Background: an optimization exercise with open tools, aiming at small area, a short achievable clock period and few clock cycles per item. Do not read the settings as production practice.

Setup of rev 12:
==> flow/design.v <==
module prs_decoder (
    input  wire        clk,
    input  wire        rst,           
    input  wire        in_valid,
    output wire        in_ready,
    input  wire [31:0] in_data,
    output wire        out_valid,
    input  wire        out_ready,
    output wire [14:0] out_sample,
    output wire        out_last
);
    integer i;
    reg  [3:0]  bwl;            
    reg         bwx;            
    reg         nxt_v;
    reg  [3:0]  nK;
    reg  [2:0]  nes;            
    reg         nsgn;
    reg  [31:0] B0, B1;         
    reg         B0v, B1v;
    reg         in_rdy;
    wire exp_ctrl  = (bwl == 4'd0) && !bwx;
    assign in_ready = in_rdy;
    wire in_fire   = in_valid && in_rdy;
    wire ctrl_fire = in_fire && exp_ctrl;
    wire body_fire = in_fire && !exp_ctrl;
    wire [31:0] in_s;
    genvar gi;
    generate
        for (gi = 0; gi < 32; gi = gi + 1) begin : g_ord
            assign in_s[gi] = in_data[8 * (gi / 8) + 7 - (gi % 8)];
        end
    endgenerate
    reg         cur_v;
    reg  [3:0]  K;
    reg  [2:0]  es;
    reg         sgn;
    reg  [4:0]  idx;            
    reg  [4:0]  ptr;            
    reg  [15:0] lacc;           
    reg         lz;             
    reg         chk;            
    wire        rawblk  = (K == 4'd15);
    wire        rawmode = rawblk || (idx[4:1] == 4'd0);
    wire        last    = (idx == 5'd31);
    wire [63:0] cbuf = {B1, B0};
    wire [21:0] w    = cbuf >> ptr;           
    reg  [21:0] wr;                            
    always @(*) for (i = 0; i < 22; i = i + 1) wr[i] = w[21 - i];
    reg  [8:0]  th;
    always @(*) begin
        th[0] = 1'b1;
        for (i = 1; i < 9; i = i + 1) th[i] = th[i - 1] & w[i - 1];
    end
    wire        all8 = th[8];
    reg  [2:0]  L;
    always @(*) begin
        casez (w[6:0])
            7'b??????0: L = 3'd0;
            7'b?????01: L = 3'd1;
            7'b????011: L = 3'd2;
            7'b???0111: L = 3'd3;
            7'b??01111: L = 3'd4;
            7'b?011111: L = 3'd5;
            7'b0111111: L = 3'd6;
            default:    L = 3'd7;
        endcase
    end
    wire        chunk = !rawmode && all8;
    wire [4:0]  sh    = 5'd21 - {1'b0, K} - {2'b00, L};
    reg  [13:0] maskK;
    always @(*) for (i = 0; i < 14; i = i + 1) maskK[i] = (i < K);
    wire [21:0] wsh   = wr >> sh;
    wire [13:0] low   = wsh[13:0] & maskK;
    wire [15:0] u     = (lacc & {16{!lz}}) | ({13'd0, L} << K) | {2'b00, low};
    wire [14:0] rawval = sgn ? wr[21:7] : {1'b0, wr[21:8]};
    wire [5:0]  ptrW  = {1'b0, ptr} + (sgn ? 6'd15 : 6'd14);
    wire [5:0]  ptr8  = {1'b0, ptr} + 6'd8;
    wire [5:0]  ptrK1 = {1'b0, ptr} + {2'b00, K} + 6'd1;
    wire [4:0]  ptrR  = ptrK1[4:0] + {2'b00, L};
    reg         rc_crs, rc_over;
    always @(*) begin
        rc_crs = ptrK1[5];
        rc_over  = ptrK1[5] && (ptrK1[4:0] != 5'd0 || th[1]);
        for (i = 1; i < 8; i = i + 1) begin
            if (ptrK1 == 6'd32 - i) rc_crs = th[i];
            if (ptrK1 == 6'd33 - i) rc_over  = th[i];
        end
    end
    wire        crs   = rawmode ? ptrW[5] : chunk ? ptr8[5] : rc_crs;
    wire        over  = rawmode ? (ptrW > 6'd32) : rc_over;
    wire [4:0]  pnext = rawmode ? ptrW[4:0] : chunk ? ptr8[4:0] : ptrR;
    wire        ffit  = rawmode ? (ptrW <= 6'd32) : ({1'b0, ptr} + {2'b00, K} <= 6'd24);
    wire        efit  = rawmode ? (ptrW <= 6'd32) : chunk ? (ptr8 <= 6'd32) : !rc_over;
    reg         d_v, d_raw, d_last, d_sgn;
    reg  [2:0]  d_es;
    reg  [15:0] d_val;
    reg         q_v, q_raw, q_last, q_sgn, q_e0;
    reg  [16:0] q_val;
    reg  [1:0]  npc;
    reg         last1, last0;
    reg  [14:0] xr1, xr0;
    reg         h_v, h_last;
    reg  [14:0] h;
    wire r_go   = q_v && !npc[1];
    wire q_free = !q_v || !npc[1];
    wire d_mov  = d_v && q_free;
    wire d_free = !d_v || q_free;
    wire go     = d_free && cur_v && B0v && (B1v || ffit || chk);
    wire dec    = go && !chunk;
    wire bend   = dec && last;
    wire take   = nxt_v && (!cur_v || bend);
    wire drop1 = go && (crs || bend);
    wire drop2 = bend && over;
    wire       nxt_vn = ctrl_fire || (nxt_v && !take);
    wire       B0v_n  = drop2 ? body_fire
                      : drop1 ? (B1v || body_fire)
                      : (B0v || body_fire);
    wire       B1v_n  = drop2 ? 1'b0
                      : drop1 ? (B1v && body_fire)
                      : (B1v || (B0v && body_fire));
    wire       expc_n = ctrl_fire ? 1'b0
                      : body_fire ? (bwl == 4'd0 || (bwl == 4'd1 && !bwx)) : exp_ctrl;
    wire       has   = (npc != 2'd0);
    wire       h_ld  = (!h_v || out_ready) && has;
    wire [1:0] np_a  = npc + {1'b0, r_go};
    wire [1:0] np_r  = has ? np_a - 2'd1 : np_a;              
    wire [1:0] np_n  = (!h_v && has) ? np_a - 2'd1 : np_a;    
    reg  [15:0] lacc_inc;
    reg         cy;
    always @(*) begin
        cy = 1'b0;
        for (i = 0; i < 16; i = i + 1) begin
            lacc_inc[i] = (lacc[i] && !lz) ^ (cy || (i == K + 3));
            cy = (cy || (i == K + 3)) && lacc[i] && !lz;
        end
    end
    always @(posedge clk) begin
        if (rst) begin
            bwl    <= 4'd0;
            bwx    <= 1'b0;
            nxt_v  <= 1'b0;
            in_rdy <= 1'b0;
            B0v    <= 1'b0;
            B1v    <= 1'b0;
            cur_v  <= 1'b0;
            chk    <= 1'b0;
            d_v    <= 1'b0;
            q_v    <= 1'b0;
            npc    <= 2'd0;
            h_v    <= 1'b0;
        end else begin
            if (ctrl_fire) begin
                bwl <= in_data[5:2];
                bwx <= |in_data[1:0];
            end else if (body_fire) begin
                if (bwl != 4'd0)
                    bwl <= bwl - 4'd1;
                else
                    bwx <= 1'b0;
            end
            nxt_v  <= nxt_vn;
            B0v    <= B0v_n;
            B1v    <= B1v_n;
            in_rdy <= expc_n ? !nxt_vn : !B1v_n;
            chk    <= !go && cur_v && B0v && efit;
            if (take)
                cur_v <= 1'b1;
            else if (bend)
                cur_v <= 1'b0;
            if (dec)
                d_v <= 1'b1;
            else if (d_mov)
                d_v <= 1'b0;
            if (d_mov)
                q_v <= 1'b1;
            else if (r_go)
                q_v <= 1'b0;
            npc <= out_ready ? np_r : np_n;
            h_v <= out_ready ? has : (h_v || has);
        end
        if (!cur_v) begin
            ptr <= 5'd0;
            idx <= 5'd0;
            lz  <= 1'b1;
        end else if (go) begin
            ptr <= bend ? 5'd0 : pnext;
            lz  <= !chunk;
            if (dec)
                idx <= idx + 5'd1;
        end
        if (go && chunk)
            lacc <= lacc_inc;
        if (!nxt_v) begin
            nK   <= in_data[31:28];
            nes  <= in_data[24] ? 3'd0 : in_data[27:25];
            nsgn <= (in_data[19:16] == 4'd14);
        end
        if (take) begin
            K   <= nK;
            es  <= nes;
            sgn <= nsgn;
        end
        if (drop2 || (drop1 && !B1v) || !B0v)
            B0 <= in_s;
        else if (drop1)
            B0 <= B1;
        if (drop1 || !B1v)
            B1 <= in_s;
        if (dec) begin
            d_raw  <= rawmode;
            d_last <= last;
            d_sgn  <= sgn;
            d_es   <= es;
            d_val  <= rawmode ? {1'b0, rawval} : u;
        end
        if (d_mov) begin
            q_raw  <= d_raw;
            q_last <= d_last;
            q_sgn  <= d_sgn;
            q_e0   <= (d_es == 3'd0);
            q_val  <= d_raw ? {2'b00, d_val[14:0]} : qs;
        end
        if (r_go) begin
            last1 <= q_last;
            last0 <= last1;
            xr1   <= xr_n;
            xr0   <= xr1;
        end
        if (h_ld) begin
            h      <= npc[1] ? xr0 : xr1;
            h_last <= npc[1] ? last0 : last1;
        end
    end
    wire [16:0] qd = {1'b0, d_val[15:1]} ^ {17{d_val[0]}};
    wire [16:0] qs = (d_es == 3'd0) ? qd : qd + (qd << d_es);
    wire [16:0] x1e  = {{2{xr1[14]}}, xr1};
    wire [16:0] x0e  = {{2{xr0[14]}}, xr0};
    wire [16:0] pr   = (x1e << 1) - x0e;
    wire [16:0] csa_s = (x1e << 1) ^ ~x0e ^ q_val;
    wire [16:0] csa_c = ((((x1e << 1) & ~x0e) | ((x1e << 1) & q_val) | (~x0e & q_val)) << 1) | 17'd1;
    wire [16:0] sA    = csa_s + csa_c;
    wire        a_hi  = (!sA[16] && sA[15:14] != 2'b00) || (!q_e0 && sA == 17'h03FFF);
    wire        a_lo  = q_sgn ? ((sA[16] && (sA[15:14] != 2'b11 || sA[13:0] == 14'd0)) || (!q_e0 && sA == 17'h1C001))
                              : sA[16];
    wire        pr_hi = (!pr[16] && pr[15:14] != 2'b00) || (!q_e0 && pr == 17'h03FFF);
    wire        pr_lo = q_sgn ? ((pr[16] && (pr[15:14] != 2'b11 || pr[13:0] == 14'd0)) || (!q_e0 && pr == 17'h1C001))
                              : pr[16];
    wire [14:0] HI = q_e0 ? 15'h3FFF : 15'h3FFE;
    wire [14:0] LO = q_sgn ? (q_e0 ? 15'h4001 : 15'h4002) : 15'h0000;
    reg  [16:0] tdn, tup;
    reg  [16:0] nz, no;         
    always @(*) begin
        nz[0] = 1'b1; no[0] = 1'b1; nz[1] = 1'b1; no[1] = 1'b1;
        for (i = 2; i < 17; i = i + 1) begin
            nz[i] = ~|(q_val[15:1] & ((16'd1 << (i - 1)) - 16'd1));
            no[i] = &(q_val[15:1] | ~((16'd1 << (i - 1)) - 16'd1));
        end
        tdn[0] = q_val[0] ^ q_e0;
        tup[0] = q_val[0] ^ q_e0;
        for (i = 1; i < 17; i = i + 1) begin
            tdn[i] = q_val[i] ^ ((q_e0 ? !q_val[0] : 1'b1) && nz[i]);
            tup[i] = q_val[i] ^ ((q_e0 ?  q_val[0] : 1'b1) && no[i]);
        end
    end
    wire [16:0] sH = {tdn[16] ^ (tdn[15] & tdn[14]), tdn[15] ^ tdn[14], !tdn[14], tdn[13:0]};
    wire        h_lo = q_sgn ? (sH[16] && (sH[15:14] != 2'b11 || sH[13:0] == 14'd0 || (!q_e0 && sH == 17'h1C001)))
                             : sH[16];
    wire [14:0] cH = !q_val[16] ? HI : h_lo ? LO : sH[14:0];
    wire [16:0] sLs = {tup[16] ^ (!tup[15] & !tup[14]), tup[15] ^ !tup[14], !tup[14], tup[13:0]};
    wire [16:0] sL  = q_sgn ? sLs : q_val;
    wire        l_hi = (!sL[16] && sL[15:14] != 2'b00) || (!q_e0 && sL == 17'h03FFF);
    wire [14:0] cL = (q_val[16] || q_val == 17'd0) ? LO : l_hi ? HI : sL[14:0];
    wire [14:0] xr_n = q_raw ? q_val[14:0]
                     : pr_hi ? cH
                     : pr_lo ? cL
                     : a_hi  ? HI
                     : a_lo  ? LO
                     : sA[14:0];
    assign out_valid  = h_v;
    assign out_sample = h;
    assign out_last   = h_last;
endmodule
Settings: LEC_CHECK=0, CAP_MARGIN=20, CORE_MARGIN=2, CORE_UTILIZATION=40, SLEW_MARGIN=20; clock period 20.0 ns.
standard.sh (not shown) runs the stock make flow with config.mk's settings and CLKGATE_MAP_FILE= SYNTH_SCRIPT=/design/flow/synth_recipe.tcl, a recipe that flattens the netlist after the stock synthesis.
==> flow/flow/run.sh <==
#!/bin/bash
# The standard layout, with repair_timing asked to leave 14.5 ns of setup slack
# at the design's clock (and free to resize cells to other footprints), which
# shortens the critical path of the layout.
set -uo pipefail
bash standard.sh SETUP_SLACK_MARGIN=14.5 MATCH_CELL_FOOTPRINT=0 finish > make.log 2>&1
Rev 12 completed end to end with timing, DRC and antenna clean.
--- input diff rev 12..rev 13 ---
-- flow/design.v --
<<< rev 12, line 98
    reg         q_v, q_raw, q_last, q_sgn, q_e0;
    reg  [16:0] q_val;
    reg  [1:0]  npc;
    reg         last1, last0;
    reg  [14:0] xr1, xr0;
    reg         h_v, h_last;
    reg  [14:0] h;
    wire r_go   = q_v && !npc[1];
    wire q_free = !q_v || !npc[1];
    wire d_mov  = d_v && q_free;
    wire d_free = !d_v || q_free;
>>> rev 13, line 98
    reg         q_v, q_raw, q_last, q_sgn, q_e0;
    reg  [16:0] q_val;
    reg  [1:0]  npend;
    reg         last1, last0;
    reg  [14:0] xr1, xr0;
    wire r_go   = q_v && !npend[1];
    wire q_free = !q_v || !npend[1];
    wire d_mov  = d_v && q_free;
    wire d_free = !d_v || q_free;
<<< rev 12, line 110
    wire dec    = go && !chunk;
    wire bend   = dec && last;
    wire take   = nxt_v && (!cur_v || bend);
    wire drop1 = go && (crs || bend);
    wire drop2 = bend && over;
    wire       nxt_vn = ctrl_fire || (nxt_v && !take);
    wire       B0v_n  = drop2 ? body_fire
                      : drop1 ? (B1v || body_fire)
>>> rev 13, line 108
    wire dec    = go && !chunk;
    wire bend   = dec && last;
    wire cfree  = !cur_v || bend;
    wire take   = nxt_v && cfree;
    wire direct = !nxt_v && cfree && ctrl_fire;    
    wire drop1 = go && (crs || bend);
    wire drop2 = bend && over;
    wire       nxt_vn = (ctrl_fire && !direct) || (nxt_v && !take);
    wire       B0v_n  = drop2 ? body_fire
                      : drop1 ? (B1v || body_fire)
<<< rev 12, line 122
    wire       expc_n = ctrl_fire ? 1'b0
                      : body_fire ? (bwl == 4'd0 || (bwl == 4'd1 && !bwx)) : exp_ctrl;
    wire       has   = (npc != 2'd0);
    wire       h_ld  = (!h_v || out_ready) && has;
    wire [1:0] np_a  = npc + {1'b0, r_go};
    wire [1:0] np_r  = has ? np_a - 2'd1 : np_a;              
    wire [1:0] np_n  = (!h_v && has) ? np_a - 2'd1 : np_a;    
    reg  [15:0] lacc_inc;
    reg         cy;
>>> rev 13, line 122
    wire       expc_n = ctrl_fire ? 1'b0
                      : body_fire ? (bwl == 4'd0 || (bwl == 4'd1 && !bwx)) : exp_ctrl;
    wire       has   = (npend != 2'd0);
    wire [1:0] np_a  = npend + {1'b0, r_go};
    wire [1:0] np_r  = has ? np_a - 2'd1 : np_a;
    reg  [15:0] lacc_inc;
    reg         cy;
<<< rev 12, line 141
            bwx    <= 1'b0;
            nxt_v  <= 1'b0;
            in_rdy <= 1'b0;
            B0v    <= 1'b0;
            B1v    <= 1'b0;
>>> rev 13, line 139
            bwx    <= 1'b0;
            nxt_v  <= 1'b0;
            in_rdy <= 1'b1;
            B0v    <= 1'b0;
            B1v    <= 1'b0;
<<< rev 12, line 148
            d_v    <= 1'b0;
            q_v    <= 1'b0;
            npc    <= 2'd0;
            h_v    <= 1'b0;
        end else begin
            if (ctrl_fire) begin
>>> rev 13, line 146
            d_v    <= 1'b0;
            q_v    <= 1'b0;
            npend  <= 2'd0;
        end else begin
            if (ctrl_fire) begin
<<< rev 12, line 165
            in_rdy <= expc_n ? !nxt_vn : !B1v_n;
            chk    <= !go && cur_v && B0v && efit;
            if (take)
                cur_v <= 1'b1;
            else if (bend)
>>> rev 13, line 162
            in_rdy <= expc_n ? !nxt_vn : !B1v_n;
            chk    <= !go && cur_v && B0v && efit;
            if (take || direct)
                cur_v <= 1'b1;
            else if (bend)
<<< rev 12, line 177
            else if (r_go)
                q_v <= 1'b0;
            npc <= out_ready ? np_r : np_n;
            h_v <= out_ready ? has : (h_v || has);
        end
        if (!cur_v) begin
>>> rev 13, line 174
            else if (r_go)
                q_v <= 1'b0;
            npend <= out_ready ? np_r : np_a;
        end
        if (!cur_v) begin
<<< rev 12, line 201
            es  <= nes;
            sgn <= nsgn;
        end
        if (drop2 || (drop1 && !B1v) || !B0v)
>>> rev 13, line 197
            es  <= nes;
            sgn <= nsgn;
        end else if (direct) begin
            K   <= in_data[31:28];
            es  <= in_data[24] ? 3'd0 : in_data[27:25];
            sgn <= (in_data[19:16] == 4'd14);
        end
        if (drop2 || (drop1 && !B1v) || !B0v)
<<< rev 12, line 227
            xr1   <= xr_n;
            xr0   <= xr1;
        end
        if (h_ld) begin
            h      <= npc[1] ? xr0 : xr1;
            h_last <= npc[1] ? last0 : last1;
        end
    end
>>> rev 13, line 227
            xr1   <= xr_n;
            xr0   <= xr1;
        end
    end
<<< rev 12, line 278
                     : a_lo  ? LO
                     : sA[14:0];
    assign out_valid  = h_v;
    assign out_sample = h;
    assign out_last   = h_last;
endmodule
>>> rev 13, line 274
                     : a_lo  ? LO
                     : sA[14:0];
    assign out_valid  = (npend != 2'd0);
    assign out_sample = npend[1] ? xr0 : xr1;
    assign out_last   = npend[1] ? last0 : last1;
endmodule
Findings:
- The faster design of the two is rev 12; rev 13 tops out lower.
- Looking at arrival time reported for the critical path endpoint, rev 13 sits 0.12 ns higher than rev 12 does.
- Global-route usage (rev 13 over rev 12): increase, 1.8 points
- Looking only at area growth from synthesis to final layout, and setting everything else aside, the lower value of rev 12 and rev 13 goes to rev 13.
- Rev 12 → rev 13: basic-gate share of the synthesized area counting and, or, nand and nor cells saw an increase, largest stage delay on the critical path lower, area of placed instances about even, final period utilization grew by 0.61 points, count of placed standard cells including taps went up.
Function was not checked in any run of this note: the RTL went through the layout flow alone.

## re-timing with driven ports
How much do the figures lean on ideal ports? The routed layouts below were timed once more, with nothing changed but the port constraints.
Step 1, drivers: a clkbuf_16 drives clk and a buf_2 each remaining input, both assumed.
Step 2 adds t to the input delays and takes it off the output delays; t is the mean of the earliest and latest rising clock arrival at the registers after step 1. Input paths then give back, and output paths get back, about the clock's delay inside the block.
Slacks: no drivers / after step 1 / after step 2; pairs: no drivers / after step 1.
| run | t (ns) | setup slack, ns | worst setup path at the end | worst register clock-pin slew, ns |
|---|---|---|---|---|
| rev 12 | 0.605 | 14.574 / 14.523 / 14.229 | input to register | 0.06 / 0.06 |
| rev 13 | 0.553 | 14.453 / 14.395 / 14.196 | input to register | 0.09 / 0.09 |
After both steps setup and hold are still met in every run listed. For rev 12, which loses most, drivers alone change the setup slack by -0.051 ns; drivers and shift together by -0.345 ns.
